What follows belongs to an exercise in optimizing a design on an open flow for small area, a short achievable clock period and few clock cycles per item; a production flow would make more cautious choices.
RTL that was checked went through simulation tests only; none was proved equivalent to the original.

## rev 12
==> flow/design.v <==
module sha256_blk (
    input  wire         clk,
    input  wire         rst,           
    input  wire         in_valid,
    output reg          in_ready,
    input  wire         in_first,      
    input  wire [511:0] in_block,      
    output reg          out_valid,     
    output wire [255:0] digest         
);
    function [31:0] rotr;
        input [31:0] x;
        input integer n;
        begin
            rotr = (x >> n) | (x << (32 - n));
        end
    endfunction
    localparam [255:0] IV = {32'h6a09e667, 32'hbb67ae85, 32'h3c6ef372, 32'ha54ff53a,
                             32'h510e527f, 32'h9b05688c, 32'h1f83d9ab, 32'h5be0cd19};
    reg  [31:0] a, b, c, d, e, f, g, h;
    reg  [31:0] HA0, HA1, HA2, HA3;    
    reg  [31:0] HE0, HE1, HE2, HE3;    
    reg  [31:0] W [0:15];              
    reg  [31:0] hkw;                   
    reg  [31:0] wy_s, wy_c;            
    reg  [31:0] kreg;                  
    reg  [6:0]  cnt;
    reg         pre;        
    reg         rnd;        
    reg         run;        
    reg         fin;        
    reg         ldiv;       
    reg         curfirst;   
    reg  [1:0]  ph;         
    assign digest = {HA3, HA2, HA1, HA0, HE3, HE2, HE1, HE0};
    reg [31:0] k_c;
    always @(*) begin
        case (cnt)
            7'd0: k_c = 32'h428a2f98;
            7'd1: k_c = 32'h71374491;
            7'd2: k_c = 32'hb5c0fbcf;
            7'd3: k_c = 32'he9b5dba5;
            7'd4: k_c = 32'h3956c25b;
            7'd5: k_c = 32'h59f111f1;
            7'd6: k_c = 32'h923f82a4;
            7'd7: k_c = 32'hab1c5ed5;
            7'd8: k_c = 32'hd807aa98;
            7'd9: k_c = 32'h12835b01;
            7'd10: k_c = 32'h243185be;
            7'd11: k_c = 32'h550c7dc3;
            7'd12: k_c = 32'h72be5d74;
            7'd13: k_c = 32'h80deb1fe;
            7'd14: k_c = 32'h9bdc06a7;
            7'd15: k_c = 32'hc19bf174;
            7'd16: k_c = 32'he49b69c1;
            7'd17: k_c = 32'hefbe4786;
            7'd18: k_c = 32'h0fc19dc6;
            7'd19: k_c = 32'h240ca1cc;
            7'd20: k_c = 32'h2de92c6f;
            7'd21: k_c = 32'h4a7484aa;
            7'd22: k_c = 32'h5cb0a9dc;
            7'd23: k_c = 32'h76f988da;
            7'd24: k_c = 32'h983e5152;
            7'd25: k_c = 32'ha831c66d;
            7'd26: k_c = 32'hb00327c8;
            7'd27: k_c = 32'hbf597fc7;
            7'd28: k_c = 32'hc6e00bf3;
            7'd29: k_c = 32'hd5a79147;
            7'd30: k_c = 32'h06ca6351;
            7'd31: k_c = 32'h14292967;
            7'd32: k_c = 32'h27b70a85;
            7'd33: k_c = 32'h2e1b2138;
            7'd34: k_c = 32'h4d2c6dfc;
            7'd35: k_c = 32'h53380d13;
            7'd36: k_c = 32'h650a7354;
            7'd37: k_c = 32'h766a0abb;
            7'd38: k_c = 32'h81c2c92e;
            7'd39: k_c = 32'h92722c85;
            7'd40: k_c = 32'ha2bfe8a1;
            7'd41: k_c = 32'ha81a664b;
            7'd42: k_c = 32'hc24b8b70;
            7'd43: k_c = 32'hc76c51a3;
            7'd44: k_c = 32'hd192e819;
            7'd45: k_c = 32'hd6990624;
            7'd46: k_c = 32'hf40e3585;
            7'd47: k_c = 32'h106aa070;
            7'd48: k_c = 32'h19a4c116;
            7'd49: k_c = 32'h1e376c08;
            7'd50: k_c = 32'h2748774c;
            7'd51: k_c = 32'h34b0bcb5;
            7'd52: k_c = 32'h391c0cb3;
            7'd53: k_c = 32'h4ed8aa4a;
            7'd54: k_c = 32'h5b9cca4f;
            7'd55: k_c = 32'h682e6ff3;
            7'd56: k_c = 32'h748f82ee;
            7'd57: k_c = 32'h78a5636f;
            7'd58: k_c = 32'h84c87814;
            7'd59: k_c = 32'h8cc70208;
            7'd60: k_c = 32'h90befffa;
            7'd61: k_c = 32'ha4506ceb;
            7'd62: k_c = 32'hbef9a3f7;
            7'd63: k_c = 32'hc67178f2;
            default: k_c = 32'h0;
        endcase
    end
    reg  [15:0] wsel;
    reg  [31:0] w_in;
    integer j;
    always @(*) begin
        w_in = 32'h0;
        for (j = 0; j < 16; j = j + 1)
            w_in = w_in | (in_block[511 - 32*j -: 32] & {32{wsel[j]}});
    end
    wire [1:0]  k4 = {~cnt[1], cnt[0]};
    reg  [31:0] iva, ive;
    always @(*) begin
        case (k4)
            2'd0: begin iva = IV[159:128]; ive = IV[31:0];  end
            2'd1: begin iva = IV[191:160]; ive = IV[63:32]; end
            2'd2: begin iva = IV[223:192]; ive = IV[95:64]; end
            default: begin iva = IV[255:224]; ive = IV[127:96]; end
        endcase
    end
    wire        addh = pre & fin;
    wire [31:0] fa = (HA0 & {32{addh}}) + d;
    wire [31:0] fe = (HE0 & {32{addh}}) + h;
    wire        ivw = rnd & curfirst & (cnt[6:3] == 4'd0) & (cnt[2:0] >= 3'd2) & (cnt[2:0] <= 3'd5);
    wire [31:0] S1  = rotr(e, 6) ^ rotr(e, 11) ^ rotr(e, 25);
    wire [31:0] ch  = (e & f) ^ (~e & g);
    wire [31:0] S0  = rotr(a, 2) ^ rotr(a, 13) ^ rotr(a, 22);
    wire [31:0] maj = (a & b) ^ (a & c) ^ (b & c);
    function [63:0] csa;
        input [31:0] x, y, z;
        begin
            csa = {x ^ y ^ z, (x[30:0] & y[30:0]) | (x[30:0] & z[30:0]) | (y[30:0] & z[30:0]), 1'b0};
        end
    endfunction
    wire [63:0] p  = csa(hkw, ch, maj);
    wire [63:0] q  = csa(p[63:32], p[31:0], S1);
    wire [63:0] r  = csa(q[63:32], q[31:0], S0);
    wire [63:0] u  = csa(hkw, ch, d);
    wire [63:0] v  = csa(u[63:32], u[31:0], S1);
    wire [31:0] an = r[63:32] + r[31:0];
    wire [31:0] en = v[63:32] + v[31:0];
    wire [31:0] s0n = rotr(W[2], 7) ^ rotr(W[2], 18) ^ (W[2] >> 3);
    wire [31:0] s1  = rotr(W[14], 17) ^ rotr(W[14], 19) ^ (W[14] >> 10);
    wire [63:0] wy  = csa(s0n, W[1], W[10]);
    wire [63:0] wz  = csa(wy_s, wy_c, s1);
    wire [31:0] wn  = wz[63:32] + wz[31:0];
    integer k;
    always @(posedge clk) begin
        if (rnd) begin
            a <= an;
            e <= en;
        end else if (pre & ldiv) begin
            a <= iva;
            e <= ive;
        end else begin
            a <= fa;
            e <= fe;
        end
        b <= a; c <= b; d <= c;
        f <= e; g <= f; h <= g;
        HA3 <= addh ? fa : (ivw ? iva : HA0);
        HA2 <= HA3; HA1 <= HA2; HA0 <= HA1;
        HE3 <= addh ? fe : (ivw ? ive : HE0);
        HE2 <= HE3; HE1 <= HE2; HE0 <= HE1;
        for (k = 0; k < 15; k = k + 1)
            W[k] <= W[k + 1];
        W[15] <= (cnt[6:4] == 3'd0) ? w_in : wn;
        wsel  <= (cnt == 7'd127) ? 16'h0001 : {wsel[14:0], 1'b0};
        wy_s <= wy[63:32];
        wy_c <= wy[31:0];
        kreg <= k_c;
        hkw  <= g + kreg + W[15];
        cnt <= cnt + 7'd1;
        if (rst) begin
            pre       <= 1'b0;
            rnd       <= 1'b0;
            run       <= 1'b0;
            fin       <= 1'b0;
            ldiv      <= 1'b0;
            ph        <= 2'd0;
            in_ready  <= 1'b0;
            out_valid <= 1'b0;
        end else begin
            out_valid <= addh & (cnt == 7'd1);
            in_ready  <= rnd & (cnt == 7'd14);
            if (pre) begin
                if (cnt == 7'd1) begin
                    pre <= 1'b0;
                    fin <= 1'b0;
                    rnd <= run;
                    ph  <= 2'd0;
                end
            end else if (rnd) begin
                if (cnt == 7'd65) begin
                    rnd      <= 1'b0;
                    pre      <= 1'b1;
                    fin      <= 1'b1;
                    run      <= in_valid;
                    ldiv     <= in_valid & in_first;
                    curfirst <= in_first;
                    cnt      <= 7'd126;
                end
            end else begin
                ph <= ph + 2'd1;
                if (in_valid && (in_first || ph == 2'd3)) begin
                    pre      <= 1'b1;
                    run      <= 1'b1;
                    ldiv     <= in_first;
                    curfirst <= in_first;
                    cnt      <= 7'd126;
                end
            end
        end
    end
endmodule
==> flow/config.mk <==
export PLATFORM = sky130hd
export DESIGN_NAME = sha256_blk
export DESIGN_NICKNAME = sha256_blk
export VERILOG_FILES = /design/flow/design.v
export SDC_FILE = /design/flow/constraint.sdc
export NUM_CORES = 4
export LEC_CHECK = 0
export CAP_MARGIN = 20
export CORE_MARGIN = 2
export CORE_UTILIZATION = 50
export CTS_CLUSTER_DIAMETER = 80
export CTS_CLUSTER_SIZE = 24
export SLEW_MARGIN = 20
export TNS_END_PERCENT = 20
==> flow/constraint.sdc <==
create_clock -name core_clock -period 12.0 [get_ports {clk}]
set_input_delay 2.4000 -clock core_clock [delete_from_list [all_inputs] [get_ports {clk}]]
set_output_delay 2.4000 -clock core_clock [all_outputs]
set_load 0.01 [all_outputs]
standard.sh (not shown) runs the stock make flow with config.mk's settings and CLKGATE_MAP_FILE= SYNTH_SCRIPT=/design/flow/synth_recipe.tcl, a recipe that flattens the netlist after the stock synthesis.
==> flow/flow/run.sh <==
#!/bin/bash
# Standard ORFS flow (the standard.sh, unchanged synthesis), with:
#  - the port buffers made from the smallest buffer cell (buf_1) instead of
#    the default choice; every input and output still gets its own buffer;
set -euo pipefail
export BUFFER_PORTS_ARGS="-buffer_cell sky130_fd_sc_hd__buf_1"
export SETUP_SLACK_MARGIN=${MARGIN:-7.5}
bash standard.sh > standard.log 2>&1
#### Input delta (rev 13 over rev 12)
--- a/flow/design.v
+++ b/flow/design.v
@@ -21,9 +21,8 @@
     reg  [31:0] HA0, HA1, HA2, HA3;    
     reg  [31:0] HE0, HE1, HE2, HE3;    
     reg  [31:0] W [0:15];              
     reg  [31:0] hkw;                   
-    reg  [31:0] wy_s, wy_c;            
     reg  [31:0] kreg;                  
     reg  [6:0]  cnt;
     reg         pre;        
     reg         rnd;        
@@ -141,13 +140,11 @@
     wire [63:0] u  = csa(hkw, ch, d);
     wire [63:0] v  = csa(u[63:32], u[31:0], S1);
     wire [31:0] an = r[63:32] + r[31:0];
     wire [31:0] en = v[63:32] + v[31:0];
-    wire [31:0] s0n = rotr(W[2], 7) ^ rotr(W[2], 18) ^ (W[2] >> 3);
+    wire [31:0] s0  = rotr(W[1], 7) ^ rotr(W[1], 18) ^ (W[1] >> 3);
     wire [31:0] s1  = rotr(W[14], 17) ^ rotr(W[14], 19) ^ (W[14] >> 10);
-    wire [63:0] wy  = csa(s0n, W[1], W[10]);
-    wire [63:0] wz  = csa(wy_s, wy_c, s1);
-    wire [31:0] wn  = wz[63:32] + wz[31:0];
+    wire [31:0] wn  = s1 + W[9] + s0 + W[0];
     integer k;
     always @(posedge clk) begin
         if (rnd) begin
             a <= an;
@@ -168,10 +165,8 @@
         for (k = 0; k < 15; k = k + 1)
             W[k] <= W[k + 1];
         W[15] <= (cnt[6:4] == 3'd0) ? w_in : wn;
         wsel  <= (cnt == 7'd127) ? 16'h0001 : {wsel[14:0], 1'b0};
-        wy_s <= wy[63:32];
-        wy_c <= wy[31:0];
         kreg <= k_c;
         hkw  <= g + kreg + W[15];
         cnt <= cnt + 7'd1;
         if (rst) begin
Results
- Per the final summary, rev 13 finished and its layout is clean on timing, DRC and antenna.
- Cmp rev 13 and rev 12 / instance area after placement / lower: rev 13
- Side by side, multi-input combinational gate total turned out lower in rev 13 than in rev 12.
- Area of the mapped netlist, rev 13 and rev 12: higher on rev 12
- When rev 13 is set beside rev 12, its total number of tap cells turns out to be 1.7% smaller.
- Rev 13 against rev 12: share of the cycle needed by the critical path after routing decreased by 2.3 points relative to the old numbers, depth of the worst register-to-register path now sits lower, worst slew slack as a fraction of its limit went up by 6.1 points.
- The global routing usage summed across all routing layers reported for rev 13 is greater than that of rev 12 by 2.2 points.
- [rev 13 vs rev 12] sequential share of layout area: lower in rev 13
Testbench counts of rev 13, summed over its fixed seeds: cycles 39,488, blocks 580.
Only the layout flow was run in rev 12; the RTL was not checked for function there.

port drivers added, routing unchanged:
No port has a modelled driver above. Below, the same layouts with a new extraction and two added sets of constraints.
Step 1 (the two cells are an assumption about what drives the block):
set clk [get_ports {clk}]
set_driving_cell -lib_cell sky130_fd_sc_hd__clkbuf_16 $clk
set_driving_cell -lib_cell sky130_fd_sc_hd__buf_2 [delete_from_list [all_inputs] $clk]
Step 2 adds t to the input delays and takes it off the output delays; t is the mean of the earliest and latest rising clock arrival at the registers after step 1. Input paths then give back, and output paths get back, about the clock's delay inside the block.
Three values: ideal, step 1, step 2; two values: the first two.
| run | t, ns | setup slack, ns | worst hold slack (ns) |
|---|---|---|---|
| rev 12 | 0.756 | 7.093 / 7.093 / 7.093 | 0.324 / 0.324 / 0.324 |
| rev 13 | 0.790 | 7.364 / 7.364 / 7.009 | 0.318 / 0.318 / 0.318 |
After both steps every run listed still meets setup and hold. The setup slack of rev 13, which loses most, moves by 0.000 ns with the drivers and by -0.355 ns with both steps.
